What follows belongs to an exercise in optimizing a design on an open flow for small area, a short achievable clock period and few clock cycles; a production flow would make more cautious choices.
RTL that was checked went through simulation tests only; none was proved equivalent to the original.
Function not checked in run 2: the RTL went through the layout flow alone.
Power figures rest on the tool's default switching activity, not on a simulated workload.

## design.v

```verilog
module cvu (
    input  wire        clk,
    input  wire        rst,       
    input  wire        req,
    input  wire        we,
    input  wire [3:0]  addr,      
    input  wire [31:0] wdata,
    output wire        ready,
    output reg         rvalid,
    output reg  [31:0] rdata
);
    localparam A_CFG      = 4'd0;
    localparam A_CTRL     = 4'd1;
    localparam A_POLY_LO  = 4'd2;
    localparam A_POLY_HI  = 4'd3;
    localparam A_INIT_LO  = 4'd4;
    localparam A_INIT_HI  = 4'd5;
    localparam A_VALUE_LO = 4'd6;
    localparam A_VALUE_HI = 4'd7;
    localparam A_RES_LO   = 4'd8;
    localparam A_RES_HI   = 4'd9;
    localparam A_DATA8    = 4'd10;
    localparam A_DATA16   = 4'd11;
    localparam A_DATA32   = 4'd12;
    integer i, j;
    reg  [5:0]  width;            
    reg         refin, refout, finv, mode;
    reg  [63:0] poly, init_v;     
    reg  [63:0] pa;               
    reg  [63:0] va;               
    reg  [5:0]  va_sh;
    reg  [31:0] minv;             
    reg  [1:0]  bc;               
    reg  [31:0] poly_lo_hold, init_lo_hold, value_lo_hold;
    reg  [31:0] poly_hi_latch, init_hi_latch, value_hi_latch, res_hi_latch;
    reg         s_v, s_we;
    reg  [3:0]  s_a;
    reg  [31:0] s_d;
    reg         ready_r;
    assign ready = ready_r;
    wire acc = req && ready_r;
    wire s_wr   = s_v && s_we;
    wire s_feed = s_wr && (s_a == A_DATA8 || s_a == A_DATA16 || s_a == A_DATA32);
    wire s_res  = s_v && !s_we && s_a == A_RES_LO;
    wire reflect = !mode && refout;
    wire [5:0] va_want = mode ? 6'd0 : 6'd63 - width;
    wire       canon   = va_sh == va_want;
    wire       need_canon = s_feed || (s_res && reflect);
    wire blocked = need_canon && (!canon || (s_feed && !mode && bc != 2'd0));
    wire exec   = s_v && !blocked;
    wire conv   = s_v && need_canon && !canon;     
    wire conv_r = conv && va_sh != 6'd0;           
    wire conv_l = conv && va_sh == 6'd0;           
    wire w_cfg  = exec && s_we && s_a == A_CFG;
    wire w_ctrl = exec && s_we && s_a == A_CTRL && s_d[0];
    wire w_phi  = exec && s_we && s_a == A_POLY_HI;
    wire w_vhi  = exec && s_we && s_a == A_VALUE_HI;
    wire rd     = exec && !s_we;
    wire [63:0] mask     = {64{1'b1}} >> (6'd63 - width);
    wire [63:0] new_mask = {64{1'b1}} >> (6'd63 - s_d[5:0]);
    wire [6:0]  keep_top = {1'b0, va_sh} + {1'b0, s_d[5:0]};
    reg  [63:0] va_keep;
    always @* begin
        for (i = 0; i < 64; i = i + 1)
            va_keep[i] = (i <= keep_top);
    end
    reg  [31:0] lo_hold;
    always @* begin
        case (s_a[2:1])
            2'b01:   lo_hold = poly_lo_hold;
            2'b10:   lo_hold = init_lo_hold;
            default: lo_hold = value_lo_hold;
        endcase
    end
    wire [63:0] hi_val = {s_d, lo_hold} & mask;
    reg  [63:0] va_rev;
    always @* begin
        for (i = 0; i < 64; i = i + 1)
            va_rev[i] = va[63 - i];
    end
    reg  [63:0] l_in;
    reg  [5:0]  l_amt;
    always @* begin
        if (conv_l) begin
            l_in = va;           l_amt = va_want;
        end else if (conv || !s_we) begin
            l_in = va_rev;       l_amt = va_sh;       
        end else if (s_a == A_CFG) begin
            l_in = poly;         l_amt = 6'd63 - s_d[5:0];
        end else if (s_a == A_CTRL) begin
            l_in = init_v;       l_amt = va_want;
        end else begin
            l_in = hi_val;       l_amt = (s_a == A_POLY_HI) ? 6'd63 - width : va_want;
        end
    end
    wire [63:0] l_out = l_in << l_amt;
    reg  [63:0] l_rev;
    always @* begin
        for (i = 0; i < 64; i = i + 1)
            l_rev[i] = l_out[63 - i];
    end
    wire [63:0] result = (reflect ? va_rev : l_rev) ^ (finv ? mask : 64'd0);
    reg  [31:0] fbits;
    always @* begin
        for (i = 0; i < 32; i = i + 1)
            fbits[i] = refin ? s_d[i] : s_d[(i & ~7) + 7 - (i & 7)];
    end
    reg  [31:0] h32, h, mb;
    always @* begin
        for (i = 0; i < 32; i = i + 1)
            h32[i] = fbits[i] ^ va[63 - i];
        case (s_a[1:0])
            2'b10:   h = {h32[7:0], 24'd0};      
            2'b11:   h = {h32[15:0], 16'd0};     
            default: h = h32;                    
        endcase
        if (bc != 2'd0) begin
            mb[0] = 1'b1;
            for (i = 1; i < 32; i = i + 1)
                mb[i] = pa[64 - i];
        end else begin
            mb = h;
        end
    end
    reg  [31:0] prod;
    reg  [31:0] pterm;
    always @* begin
        for (i = 0; i < 32; i = i + 1) begin
            pterm = 32'd0;
            for (j = 0; j <= i; j = j + 1)
                pterm[j] = minv[i - j] & mb[j];
            prod[i] = ^pterm;
        end
    end
    wire [31:0] t = prod;
    reg  [63:0] va_n, va_crc;
    reg  [32:0] vterm;
    always @* begin
        case (s_a[1:0])
            2'b10:   va_n = va << 8;
            2'b11:   va_n = va << 16;
            default: va_n = va << 32;
        endcase
        for (i = 0; i < 64; i = i + 1) begin
            vterm = 33'd0;
            vterm[32] = va_n[i];
            for (j = 0; j < 32; j = j + 1)
                if (i - 31 + j >= 0)
                    vterm[j] = t[j] & pa[i - 31 + j];
            va_crc[i] = ^vterm;
        end
    end
    reg  [31:0] prod_sq;
    always @* begin
        prod_sq = 32'd0;
        for (i = 0; i < 16; i = i + 1)
            prod_sq[2 * i] = prod[i];
    end
    wire [8:0]  bsum01 = {1'b0, s_d[7:0]} + (s_a == A_DATA8 ? 9'd0 : {1'b0, s_d[15:8]});
    wire [8:0]  bsum23 = s_a == A_DATA32 ? {1'b0, s_d[23:16]} + {1'b0, s_d[31:24]} : 9'd0;
    wire [9:0]  bsum   = {1'b0, bsum01} + {1'b0, bsum23};
    wire [10:0] sum_lo = {1'b0, va[9:0]} + {1'b0, bsum};
    wire [53:0] va_inc = va[63:10] + 54'd1;
    wire [63:0] va_sum = {sum_lo[10] ? va_inc : va[63:10], sum_lo[9:0]} & mask;
    wire       mode_n = w_cfg ? s_d[12] : mode;
    wire       refout_n = w_cfg ? s_d[9] : refout;
    wire [5:0] width_n = w_cfg ? s_d[5:0] : width;
    wire [5:0] va_sh_n = (w_ctrl || w_vhi || conv_l) ? va_want : conv_r ? 6'd0 : va_sh;
    wire [5:0] va_want_n = mode_n ? 6'd0 : 6'd63 - width_n;
    wire       canon_n = va_sh_n == va_want_n;
    wire [1:0] bc_n   = (w_cfg || w_phi) ? 2'd3 : (bc != 2'd0) ? bc - 2'd1 : 2'd0;
    wire       feed_blk_n = !canon_n || (!mode_n && bc_n != 2'd0);
    wire       res_blk_n  = !canon_n && !mode_n && refout_n;
    wire       in_feed = we && (addr == A_DATA8 || addr == A_DATA16 || addr == A_DATA32);
    wire       in_res  = !we && addr == A_RES_LO;
    wire       stay    = s_v && !exec;
    wire [31:0] minv_start = {25'd0, l_out[63] ^ l_out[61], 1'b0,
                              l_out[63] ^ l_out[62], 1'b0, l_out[63], 1'b0, 1'b1};
    always @(posedge clk) begin
        if (rst) begin
            width         <= 6'd31;
            refin         <= 1'b0;
            refout        <= 1'b0;
            finv          <= 1'b0;
            mode          <= 1'b0;
            poly          <= 64'd0;
            init_v        <= 64'd0;
            pa            <= 64'd0;
            va            <= 64'd0;
            va_sh         <= 6'd32;
            minv          <= 32'd1;
            bc            <= 2'd0;
            poly_lo_hold  <= 32'd0;
            init_lo_hold  <= 32'd0;
            value_lo_hold <= 32'd0;
            s_v           <= 1'b0;
            ready_r       <= 1'b1;
        end else begin
            if (acc) begin
                s_v  <= 1'b1;
                s_we <= we;
                s_a  <= addr;
                s_d  <= wdata;
            end else if (exec) begin
                s_v  <= 1'b0;
            end
            ready_r <= !((((acc && in_feed) || (stay && s_feed)) && feed_blk_n)
                      || (((acc && in_res) || (stay && !s_feed)) && res_blk_n));
            bc <= bc_n;
            va_sh <= va_sh_n;
            if (w_cfg || w_phi)
                minv <= minv_start;
            else if (bc == 2'd1)
                minv <= prod;
            else if (bc != 2'd0)
                minv <= prod_sq;
            if (conv_l)
                va <= l_out;
            if (conv_r)
                va <= l_rev;
            if (exec && s_we) begin
                case (s_a)
                    A_CFG: begin
                        width  <= s_d[5:0];
                        refin  <= s_d[8];
                        refout <= s_d[9];
                        finv   <= s_d[10];
                        mode   <= s_d[12];
                        poly   <= poly & new_mask;
                        init_v <= init_v & new_mask;
                        pa     <= l_out;
                        va     <= va & va_keep;
                    end
                    A_CTRL:
                        if (s_d[0])
                            va <= l_out;
                    A_POLY_LO:  poly_lo_hold <= s_d;
                    A_POLY_HI: begin
                        poly         <= hi_val;
                        pa           <= l_out;
                        poly_lo_hold <= 32'd0;
                    end
                    A_INIT_LO:  init_lo_hold <= s_d;
                    A_INIT_HI: begin
                        init_v       <= hi_val;
                        init_lo_hold <= 32'd0;
                    end
                    A_VALUE_LO: value_lo_hold <= s_d;
                    A_VALUE_HI: begin
                        va            <= l_out;
                        value_lo_hold <= 32'd0;
                    end
                    A_DATA8, A_DATA16, A_DATA32:
                        va <= mode ? va_sum : va_crc;
                    default: ;
                endcase
            end
        end
    end
    always @(posedge clk) begin
        if (rst) begin
            rvalid         <= 1'b0;
            poly_hi_latch  <= 32'd0;
            init_hi_latch  <= 32'd0;
            value_hi_latch <= 32'd0;
            res_hi_latch   <= 32'd0;
        end else begin
            rvalid <= rd;
            if (rd) begin
                case (s_a)
                    A_CFG:      rdata <= {19'd0, mode, 1'b0, finv, refout, refin, 2'd0, width};
                    A_POLY_LO: begin
                        rdata         <= poly[31:0];
                        poly_hi_latch <= poly[63:32];
                    end
                    A_POLY_HI:  rdata <= poly_hi_latch;
                    A_INIT_LO: begin
                        rdata         <= init_v[31:0];
                        init_hi_latch <= init_v[63:32];
                    end
                    A_INIT_HI:  rdata <= init_hi_latch;
                    A_VALUE_LO: begin
                        rdata          <= l_rev[31:0];
                        value_hi_latch <= l_rev[63:32];
                    end
                    A_VALUE_HI: rdata <= value_hi_latch;
                    A_RES_LO: begin
                        rdata        <= result[31:0];
                        res_hi_latch <= result[63:32];
                    end
                    A_RES_HI:   rdata <= res_hi_latch;
                    default:    rdata <= 32'd0;
                endcase
            end
        end
    end
endmodule
```

## run.sh

```bash
#!/bin/bash
# synth_recipe.tcl (not shown) runs the flow's synth.tcl, then flattens the netlist and writes it again
# the make line also repeats each setting of config.mk as NAME=value (left out here)
make -C /OpenROAD-flow-scripts/flow DESIGN_CONFIG=/design/flow/config.mk WORK_HOME=/design/flow/orfs CLKGATE_MAP_FILE= SYNTH_SCRIPT=/design/flow/synth_recipe.tcl finish
```

## config.mk

```make
export PLATFORM = sky130hd
export DESIGN_NAME = cvu
export DESIGN_NICKNAME = cvu
export VERILOG_FILES = /design/flow/design.v
export SDC_FILE = /design/flow/constraint.sdc
export NUM_CORES = 4
export LEC_CHECK = 0
export CAP_MARGIN = 20
export CORE_MARGIN = 2
export CORE_UTILIZATION = 30
export PLACE_DENSITY = 0.5
export SLEW_MARGIN = 20
```

## constraint.sdc

```tcl
create_clock -name core_clock -period 24.0 [get_ports {clk}]
set_input_delay 4.8000 -clock core_clock [delete_from_list [all_inputs] [get_ports {clk}]]
set_output_delay 4.8000 -clock core_clock [all_outputs]
set_load 0.01 [all_outputs]
```

==> results_dict.tcl, run 1 <==
set metrics [dict create \
    ios 74 \
    yosysTopAreaCell "xnor2_1" \
    slew_violations 0 \
    internal_power_mw 1.93 \
    num_vias 79700 \
    syn_to_final_growth_pct 10.3 \
    synth_area_leaders "xnor2_1 (19%), dfxtp_1 (15%), nand2_1 (15%)" \
    startpoint_type "flip-flop" \
    die-area_um2 238000 \
    clk_pin_slew_ns 0.08 \
    synth_edf_count 69 \
    worstPathMaxFanout 63 \
    cpMaxStageDelayCell "a222oi_1" \
    powerDensity_nw_per_um2 39.1 \
    post_cts_resized 0 \
    yosysTopAreaCellShare 0.189 \
    avgRoutedWirePerCell_um 37.4 \
    required_ns 24.60 \
    hold_viol_final 0 \
    routed_wirelength_mm 480 \
    syn_inst 10000 \
    final_core_util 0.333 \
    synthArstFlopShare 0 \
    fill_cells 25000 \
    numPortBuffers 73 \
    cts_htree_levels 3 \
    skew_ns 0.0449 \
    sw_frac_of_total 0.361 \
    first_global_vias 71400 \
    p_leak_nw 25.8 \
    cp_common_cell "buf_4" \
    detail-route-antenna-nets 0 \
    die_h_um 488 \
    drive_gt1_frac 0.0798 \
    grt_overflow_total 0 \
    coreArea_um2 233000 \
    setup_viol 0 \
    cts_setup_buffers 0 \
    status "timing/DRC/antenna clean" \
    cts_hold_buffers 0 \
    p_seq_frac 0.344 \
    dieWidth_um 488 \
    comb_power_share 0.213 \
    max_slew_margin 0.0364 \
    root_buffer "clkbuf_16" \
    critPathMaxStageDelay_ns 0.92 \
    pwr-share-clk 0.443 \
    grt_max_degree 204 \
    worst_pin_slew_ns 1.44 \
    syn_area_per_cell_um2 6.99 \
    crit_chain "buf_4, or4b_4, nor2_4, a21o_4, o21a_2, buf_4, mux2i_4, buf_4, a222oi_1, nor2_1, mux2_2, mux2i_2, a2bb2oi_1, o21ai_1, nand2_1, o221ai_1, a21oi_1, o21ai_0" \
    max_freq_mhz 112 \
    rsz0062_at_grt "no" \
    viasPerCell 6.21 \
    grt_pass1_wl_mm 644 \
    cts_made_buffers 83 \
    ys_ff_latch 602 \
    setup_tns_ns 0 \
    cp_num_buf_inv 3 \
    ys_types 99 \
    cp_top_family "compound AO/OA/AOI/OAI gates" \
    p_sw_mw 1.09 \
    clk_latency_ns 0.77 \
    fin_nets 9768 \
    drt-pass1-iter-count 12 \
    row_count 177 \
    synth_area_um2 70200 \
    clockBufferDepth 3 \
    end_kind "flip-flop" \
    hp-class "reg -> reg" \
    drt_iter0_drc 13300 \
    synthFlopType "dfxtp_1" \
    dp_slack_ns 15.50 \
    timing.final.ws_setup_ns 15.07 \
    period_share 0.372 \
    path_class "reg -> reg" \
    ir_drop_uv 47.1 \
    grtUsageTotal 0.387 \
    initial_utilization 0.302 \
    synth_nets 10100 \
    max-cap-violations 0 \
    yosysSeqAreaShare 0.182 \
    drc_errors 0 \
    place.gp.congestion 1.08 \
    yosys_warnings 1 \
    fin_crit_ns 8.93 \
    cts_tree "built" \
    antenna_found_initial 58 \
    dp_hpwl_mm 338 \
    cts.sinks 602 \
    critPathArrivalTime_ns 9.54 \
]
==> tightest hold or removal path, delay by kind of cell (launching register included) <==
kind	cells	cell delay [ns]
AND/OR/NAND/NOR	1	0.05
flip-flops	1	0.31
AO/OA/AOI/OAI	1	0.05
==> per-layer routing <==
layer  global-route usage  share of wire
met2                0.549           0.40
met1                0.520           0.41
met4                0.195          0.059
met3                0.125           0.13
met5                    0        0.00072
==> area by class of cell <==
cell class / instances / area [um^2] / share of cell area
inverters: 66 / 248 / 0.00320
clock inverters: 38 / 478 / 0.00617
repair buffers: 497 / 3950 / 0.0510
flip-flops and latches: 602 / 12800 / 0.165
clock buffers: 114 / 2380 / 0.0308
diodes: 44 / 110 / 0.00142
well taps: 3043 / 3810 / 0.0492
multi-input cells: 8430 / 53700 / 0.694
==> sequential cells by signal, summed over array words and instances, names as in the netlist, 2 cells and up <==
| name | flops |
|---|---|
| minv | 32 |
| init_lo_hold | 32 |
| init_v | 64 |
| value_lo_hold | 32 |
| s_d | 32 |
| rdata | 32 |
| init_hi_latch | 32 |
| va | 64 |
| bc | 2 |
| width | 6 |
| s_a | 4 |
| value_hi_latch | 32 |
| poly | 64 |
| pa | 64 |
| poly_hi_latch | 32 |
| poly_lo_hold | 32 |
| va_sh | 6 |
| res_hi_latch | 32 |
==> through the flow <==
| step | instance area (um^2) | power (mW) | instances | hold WS, ns |
|---|---|---|---|---|
| after floorplan | 70200 | 1.38 | 10000 | 0.431 |
| after global placement | 74300 | 1.67 | 12600 | 0.440 |
| after detailed placement | 74400 | 1.67 | 12600 | 0.445 |
| after CTS | 77300 | 3.00 | 12800 | 0.452 |
| after global routing | 77300 | 3.06 | 12800 | 0.470 |
| final | 77400 | 3.03 | 12800 | 0.453 |
==> placed cells by master, fill, tap and decap left out, types with 29 or more instances in the layout <==
master	instances
dfxtp_1	526
a31oi_1	56
a211oi_1	29
mux2_2	29
o21ai_0	376
nand3_1	214
o211ai_1	67
a22oi_1	135
clkdlybuf4s50_1	72
clkbuf_16	84
o22ai_1	69
a222oi_1	79
a21boi_0	60
xnor2_1	1503
nor3_1	105
ha_1	30
edfxtp_1	69
xnor3_1	132
buf_4	419
xor2_1	361
a21oi_1	600
a221oi_1	66
inv_1	61
and3_1	49
nor2_1	672
o221ai_1	32
diode_2	44
nand2_1	2805
mux2i_1	338
==> cell families (layout without fill, tap and decap cells) <==
logic type / count (synthesis) / in the layout / share of synthesized area
AND/OR/NAND/NOR: 4098 / 4098 / 0.236
buffers and inverters: 1011 / 715 / 0.0603
other: 0 / 44 / 0
multiplexers: 381 / 381 / 0.0563
AO/OA/AOI/OAI: 1875 / 1875 / 0.172
XOR/XNOR: 2028 / 2028 / 0.284
adder cells (fa/ha/maj): 48 / 48 / 0.0105
flip-flops: 602 / 602 / 0.182
==> worst paths after layout <==
| check | depth (start not counted) | start | endpoint | slack [ns] |
|---|---|---|---|---|
| worst max-delay path | 18 | s_a[1] | va[33] | 15.07 |
| worst min-delay path | 2 | poly_lo_hold[21] | poly_lo_hold[21] | 0.45 |
| worst max register to register | 18 | s_a[1] | va[33] | 15.07 |
| worst min register to register | 2 | poly_lo_hold[21] | poly_lo_hold[21] | 0.45 |
==> synthesized netlist by cell type (22+ instances only) <==
master and n:
o22ai_1 71, nor2_1 690, nor4_1 28, a21o_1 25
ha_1 30, xnor2_1 1511, xor2_1 361, a222oi_1 79
o221ai_1 32, o21ai_0 384, a21oi_1 609, a21boi_0 60
edfxtp_1 69, buf_4 33, o211ai_1 67, nor3_1 114
and3_1 49, o31ai_1 24, a22oi_1 135, a31oi_1 57
inv_1 62, and2_1 28, buf_1 117, buf_2 182
mux2i_1 339, clkbuf_1 602, a221o_1 22, xnor3_1 148
nand3_1 216, dfxtp_1 533, nand2_1 2815, nand4_1 27
a221oi_1 66, mux2_2 29, a211oi_1 32, or2_2 27
==> power groups by stage <==
stage | logic [mW] | registers [mW] | clock network (mW)
global route | 0.644 | 1.04 | 1.38
floorplan | 0.324 | 1.05 | 0
global placement | 0.610 | 1.06 | 0
detailed placement | 0.611 | 1.06 | 0
CTS | 0.613 | 1.04 | 1.34
finish | 0.645 | 1.04 | 1.34
Testbench counts, summed over its fixed seeds: cycles 3,538.
==> run 2, diff against run 1 <==
--- a/design.v
+++ b/design.v
@@ -34,3 +34,6 @@
     reg  [31:0] poly_lo_hold, init_lo_hold, value_lo_hold;
+    reg         plh_ok, ilh_ok, vlh_ok;
     reg  [31:0] poly_hi_latch, init_hi_latch, value_hi_latch, res_hi_latch;
+    reg         phl_ok, ihl_ok, vhl_ok, rhl_ok;
+    reg         poly_ok, init_ok;
     reg         s_v, s_we;
@@ -69,5 +72,5 @@
         case (s_a[2:1])
-            2'b01:   lo_hold = poly_lo_hold;
-            2'b10:   lo_hold = init_lo_hold;
-            default: lo_hold = value_lo_hold;
+            2'b01:   lo_hold = plh_ok ? poly_lo_hold : 32'd0;
+            2'b10:   lo_hold = ilh_ok ? init_lo_hold : 32'd0;
+            default: lo_hold = vlh_ok ? value_lo_hold : 32'd0;
         endcase
@@ -88,5 +91,5 @@
         end else if (s_a == A_CFG) begin
-            l_in = poly;         l_amt = 6'd63 - s_d[5:0];
+            l_in = poly_ok ? poly : 64'd0;   l_amt = 6'd63 - s_d[5:0];
         end else if (s_a == A_CTRL) begin
-            l_in = init_v;       l_amt = va_want;
+            l_in = init_ok ? init_v : 64'd0; l_amt = va_want;
         end else begin
@@ -185,4 +188,4 @@
             mode          <= 1'b0;
-            poly          <= 64'd0;
-            init_v        <= 64'd0;
+            poly_ok       <= 1'b0;
+            init_ok       <= 1'b0;
             pa            <= 64'd0;
@@ -192,5 +195,5 @@
             bc            <= 2'd0;
-            poly_lo_hold  <= 32'd0;
-            init_lo_hold  <= 32'd0;
-            value_lo_hold <= 32'd0;
+            plh_ok        <= 1'b0;
+            ilh_ok        <= 1'b0;
+            vlh_ok        <= 1'b0;
             s_v           <= 1'b0;
@@ -228,4 +231,2 @@
                         mode   <= s_d[12];
-                        poly   <= poly & new_mask;
-                        init_v <= init_v & new_mask;
                         pa     <= l_out;
@@ -236,17 +237,17 @@
                             va <= l_out;
-                    A_POLY_LO:  poly_lo_hold <= s_d;
+                    A_POLY_LO:  plh_ok <= 1'b1;
                     A_POLY_HI: begin
-                        poly         <= hi_val;
+                        poly_ok      <= 1'b1;
                         pa           <= l_out;
-                        poly_lo_hold <= 32'd0;
+                        plh_ok       <= 1'b0;
                     end
-                    A_INIT_LO:  init_lo_hold <= s_d;
+                    A_INIT_LO:  ilh_ok <= 1'b1;
                     A_INIT_HI: begin
-                        init_v       <= hi_val;
-                        init_lo_hold <= 32'd0;
+                        init_ok      <= 1'b1;
+                        ilh_ok       <= 1'b0;
                     end
-                    A_VALUE_LO: value_lo_hold <= s_d;
+                    A_VALUE_LO: vlh_ok <= 1'b1;
                     A_VALUE_HI: begin
                         va            <= l_out;
-                        value_lo_hold <= 32'd0;
+                        vlh_ok        <= 1'b0;
                     end
@@ -260,8 +261,45 @@
     always @(posedge clk) begin
+        if (exec && s_we) begin
+            case (s_a)
+                A_CFG: begin
+                    poly   <= poly & new_mask;
+                    init_v <= init_v & new_mask;
+                end
+                A_POLY_LO:  poly_lo_hold  <= s_d;
+                A_POLY_HI:  poly          <= hi_val;
+                A_INIT_LO:  init_lo_hold  <= s_d;
+                A_INIT_HI:  init_v        <= hi_val;
+                A_VALUE_LO: value_lo_hold <= s_d;
+                default: ;
+            endcase
+        end
+        if (rd) begin
+            case (s_a)
+                A_POLY_LO:  poly_hi_latch  <= poly[63:32];
+                A_INIT_LO:  init_hi_latch  <= init_v[63:32];
+                A_VALUE_LO: value_hi_latch <= l_rev[63:32];
+                A_RES_LO:   res_hi_latch   <= result[63:32];
+                default: ;
+            endcase
+            case (s_a)
+                A_CFG:      rdata <= {19'd0, mode, 1'b0, finv, refout, refin, 2'd0, width};
+                A_POLY_LO:  rdata <= poly_ok ? poly[31:0] : 32'd0;
+                A_POLY_HI:  rdata <= phl_ok ? poly_hi_latch : 32'd0;
+                A_INIT_LO:  rdata <= init_ok ? init_v[31:0] : 32'd0;
+                A_INIT_HI:  rdata <= ihl_ok ? init_hi_latch : 32'd0;
+                A_VALUE_LO: rdata <= l_rev[31:0];
+                A_VALUE_HI: rdata <= vhl_ok ? value_hi_latch : 32'd0;
+                A_RES_LO:   rdata <= result[31:0];
+                A_RES_HI:   rdata <= rhl_ok ? res_hi_latch : 32'd0;
+                default:    rdata <= 32'd0;
+            endcase
+        end
+    end
+    always @(posedge clk) begin
         if (rst) begin
-            rvalid         <= 1'b0;
-            poly_hi_latch  <= 32'd0;
-            init_hi_latch  <= 32'd0;
-            value_hi_latch <= 32'd0;
-            res_hi_latch   <= 32'd0;
+            rvalid <= 1'b0;
+            phl_ok <= 1'b0;
+            ihl_ok <= 1'b0;
+            vhl_ok <= 1'b0;
+            rhl_ok <= 1'b0;
         end else begin
@@ -270,24 +308,7 @@
                 case (s_a)
-                    A_CFG:      rdata <= {19'd0, mode, 1'b0, finv, refout, refin, 2'd0, width};
-                    A_POLY_LO: begin
-                        rdata         <= poly[31:0];
-                        poly_hi_latch <= poly[63:32];
-                    end
-                    A_POLY_HI:  rdata <= poly_hi_latch;
-                    A_INIT_LO: begin
-                        rdata         <= init_v[31:0];
-                        init_hi_latch <= init_v[63:32];
-                    end
-                    A_INIT_HI:  rdata <= init_hi_latch;
-                    A_VALUE_LO: begin
-                        rdata          <= l_rev[31:0];
-                        value_hi_latch <= l_rev[63:32];
-                    end
-                    A_VALUE_HI: rdata <= value_hi_latch;
-                    A_RES_LO: begin
-                        rdata        <= result[31:0];
-                        res_hi_latch <= result[63:32];
-                    end
-                    A_RES_HI:   rdata <= res_hi_latch;
-                    default:    rdata <= 32'd0;
+                    A_POLY_LO:  phl_ok <= poly_ok;
+                    A_INIT_LO:  ihl_ok <= init_ok;
+                    A_VALUE_LO: vhl_ok <= 1'b1;
+                    A_RES_LO:   rhl_ok <= 1'b1;
+                    default: ;
                 endcase
--- a/config.mk
+++ b/config.mk
@@ -7,2 +7,3 @@
 export LEC_CHECK = 0
+export ABC_CLOCK_PERIOD_IN_PS = 6000
 export CAP_MARGIN = 20
==> results_dict.tcl, run 2 <==
set metrics [dict create \
    worst_pin_slew_ns 1.36 \
    cp.depth 18 \
    dp_hpwl_mm 307 \
    drive_gt1_frac 0.0839 \
    grt_pass1_wl_mm 596 \
    cts_htree_levels 3 \
    hp-class "reg -> reg" \
    syn_area_per_cell_um2 7.82 \
    routed_wirelength_mm 440 \
    final_core_util 0.328 \
    cp_top_family "XOR/XNOR gates" \
    status "timing/DRC/antenna clean" \
    yosys_warnings 1 \
    timing.final.ws_setup_ns 15.92 \
    coreArea_um2 240000 \
    cts_hold_buffers 0 \
    cpMaxStageDelayCell "dfxtp_4" \
    num_vias 75100 \
    synth_area_um2 72200 \
    drt-pass1-iter-count 10 \
    period_share 0.336 \
    rr_worst_depth 18 \
    antenna_found_initial 61 \
    cts_made_buffers 75 \
    first_global_vias 68400 \
    syn_inst 9237 \
    numPortBuffers 73 \
    yosysTopAreaCell "edfxtp_1" \
    cts.sinks 611 \
    post_cts_resized 0 \
    yosysMostFrequentCell "nand2_1" \
    die_h_um 495 \
    row_count 180 \
    slew_violations 0 \
    ys_types 118 \
    synth_edf_count 421 \
    grtUsageTotal 0.346 \
    synth-xor-area-share 0.283 \
    drc_errors 0 \
    critPathMaxStageDelay_ns 1.06 \
    viasPerCell 6.17 \
    grt_overflow_total 0 \
    yosysTopAreaCellShare 0.175 \
    max_freq_mhz 124 \
    clk_latency_ns 0.76 \
    fill_cells 25400 \
    rsz0062_at_grt "no" \
    place.gp.congestion 1.10 \
    internal_power_mw 1.95 \
    initial_utilization 0.301 \
    root_buffer "clkbuf_16" \
    p_sw_mw 1.05 \
    grt_max_degree 95 \
    setup_tns_ns 0 \
    crit_chain "or2_2, buf_4, nand2_1, nand2_1, buf_4, nand2_1, xnor3_1, xnor3_1, xnor3_1, xnor3_2, buf_4, nand2_1, xnor2_1, xnor2_1, xnor3_1, xnor2_1, o31ai_1, o21ai_1" \
    path_class "reg -> reg" \
    ys_top_cells_by_count "nand2_1 (2471), xnor2_1 (1413), clkbuf_1 (510), nor2_1 (463), edfxtp_1 (421)" \
    final_cells 12200 \
    drt_iter0_drc 12600 \
    critPathArrivalTime_ns 8.76 \
    max-cap-violations 0 \
    mostFrequentLayoutCell "nand2_1" \
    hold_viol_final 0 \
    final_cell_mix "nand2_1 (2469), xnor2_1 (1410), nor2_1 (446), edfxtp_1 (421), a21oi_1 (385)" \
    die-area_um2 245000 \
    setup_viol 0 \
    cts_setup_buffers 0 \
    avgRoutedWirePerCell_um 36.1 \
    clockBufferDepth 3 \
    synthArstFlopShare 0 \
    required_ns 24.68 \
    synthMuxAreaShare 0.0518 \
    detail-route-antenna-nets 0 \
    comb_power_share 0.221 \
    startpoint_type "flip-flop" \
    powerDensity_nw_per_um2 38.2 \
    synth_top_family_by_area "XOR/XNOR gates" \
    yosys.area_share.adder 0.0102 \
    syn_to_final_growth_pct 9.03 \
    cts_tree "built" \
    max_slew_margin 0.0933 \
    ir_drop_uv 54.2 \
    cp_num_buf_inv 3 \
    pwr-share-clk 0.398 \
    synth_nets 9325 \
    min_path_cells 2 \
    p_leak_nw 26.3 \
    fin_crit_ns 8.08 \
    synth_compound_area_frac 0.159 \
    skew_ns 0.0622 \
    synthFlopType "edfxtp_1" \
    ios 74 \
    synth_area_leaders "edfxtp_1 (18%), xnor2_1 (17%), nand2_1 (13%)" \
    dp_slack_ns 16.15 \
    ys_ff_latch 611 \
    yosysSeqAreaShare 0.228 \
    clk_pin_slew_ns 0.06 \
    fin_nets 8980 \
    worstPathMaxFanout 65 \
    p_seq_frac 0.381 \
    end_kind "flip-flop" \
    sw_frac_of_total 0.351 \
    dieWidth_um 495 \
    placed_cells 12000 \
    synth-simple-area-share 0.207 \
]
run 2: cell count changes in the layout (fill, tap and decap cells not counted), sizes merged, moves of 61 or more:
cell    previous run  this run
nand2           2817      2483
nand3            216       293
xnor3            153       217
nor2             692       466
edfxtp            69       421
a21oi            611       395
o22ai             71       153
a222oi            79        18
xnor2           1512      1416
dfxtp            533       190
o21ai            406       338
run 2: power groups by stage:
stage | Combinational (mW) | Clock [mW] | Sequential, mW
5_1_grt | 0.665 | 1.24 | 1.14
6_report | 0.663 | 1.20 | 1.14
3_3_place_gp | 0.630 | 0 | 1.17
4_1_cts | 0.632 | 1.20 | 1.14
2_1_floorplan | 0.364 | 0 | 1.16
3_5_place_dp | 0.631 | 0 | 1.17
run 2: worst paths after layout:
path | slack, ns | end | startpoint
setup / recovery | 15.92 | va[20] | bc[0]
hold / removal | 0.45 | pa[10] | pa[10]
setup reg to reg | 15.92 | va[20] | bc[0]
hold reg to reg | 0.45 | pa[10] | pa[10]
run 2: layout make-up:
| class | count | area (um^2) | area share |
|---|---|---|---|
| multi-input cells | 7666 | 51700 | 0.657 |
| repair buffers | 451 | 3600 | 0.0457 |
| clock inverters | 29 | 340 | 0.00432 |
| well taps | 3185 | 3990 | 0.0506 |
| flip-flops and latches | 611 | 16500 | 0.209 |
| inverters | 87 | 332 | 0.00421 |
| clock buffers | 104 | 2160 | 0.0274 |
| diodes | 42 | 105 | 0.00134 |
run 2: worst min-delay path, cell delays in order (launching register included):
cell     delay, ns
dfxtp_1       0.31
nand2_1       0.05
a21oi_1       0.05
run 2: kinds of logic (layout without fill, tap and decap cells):
kind of cell / count (synthesis) / in the layout
AOI/OAI and AO/OA: 1701 / 1701
xor gates and xnor gates: 1980 / 1980
adders and majority gates: 48 / 48
buffers and inverters: 960 / 671
DFF: 611 / 611
muxes: 348 / 348
other: 0 / 42
and+or+nand+nor: 3589 / 3589
run 2: routing by layer:
| layer | up-vias | global-route usage | routed length (um) |
|---|---|---|---|
| met4 | 36 | 0.183 | 28400 |
| met5 | - | 0.00313 | 317 |
| li1 | 30800 | - | - |
| met1 | 37100 | 0.466 | 177000 |
| met3 | 1212 | 0.119 | 59800 |
| met2 | 5947 | 0.480 | 175000 |
run 2: metrics by stage:
step / area, um^2 / power [mW] / hold WS (ns)
global route: 78600 / 3.05 / 0.464
global placement: 76000 / 1.80 / 0.442
floorplan: 72200 / 1.52 / 0.432
finish: 78700 / 3.00 / 0.451
CTS: 78600 / 2.98 / 0.454
detailed placement: 76100 / 1.80 / 0.445

==> what the ideal ports hide <==
How much do the figures lean on ideal ports? The routed layouts below were timed once more, with nothing changed but the port constraints.
Step 1: set_driving_cell puts a clkbuf_16 on clk and a buf_2 on each other input, an assumption about the parent block.
Step 2 also shifts input and output timing later by t, the mid clock arrival at the registers, as if the neighbouring blocks saw the same clock.
Slacks: ideal / step 1 / step 2; pairs: ideal / step 1.
run	t (ns)	setup slack, ns	worst register clock-pin slew, ns
run 1	0.829	15.069 / 15.069 / 15.069	0.08 / 0.08
run 2	0.815	15.924 / 15.924 / 15.924	0.07 / 0.07
After both steps every run listed still meets setup and hold.
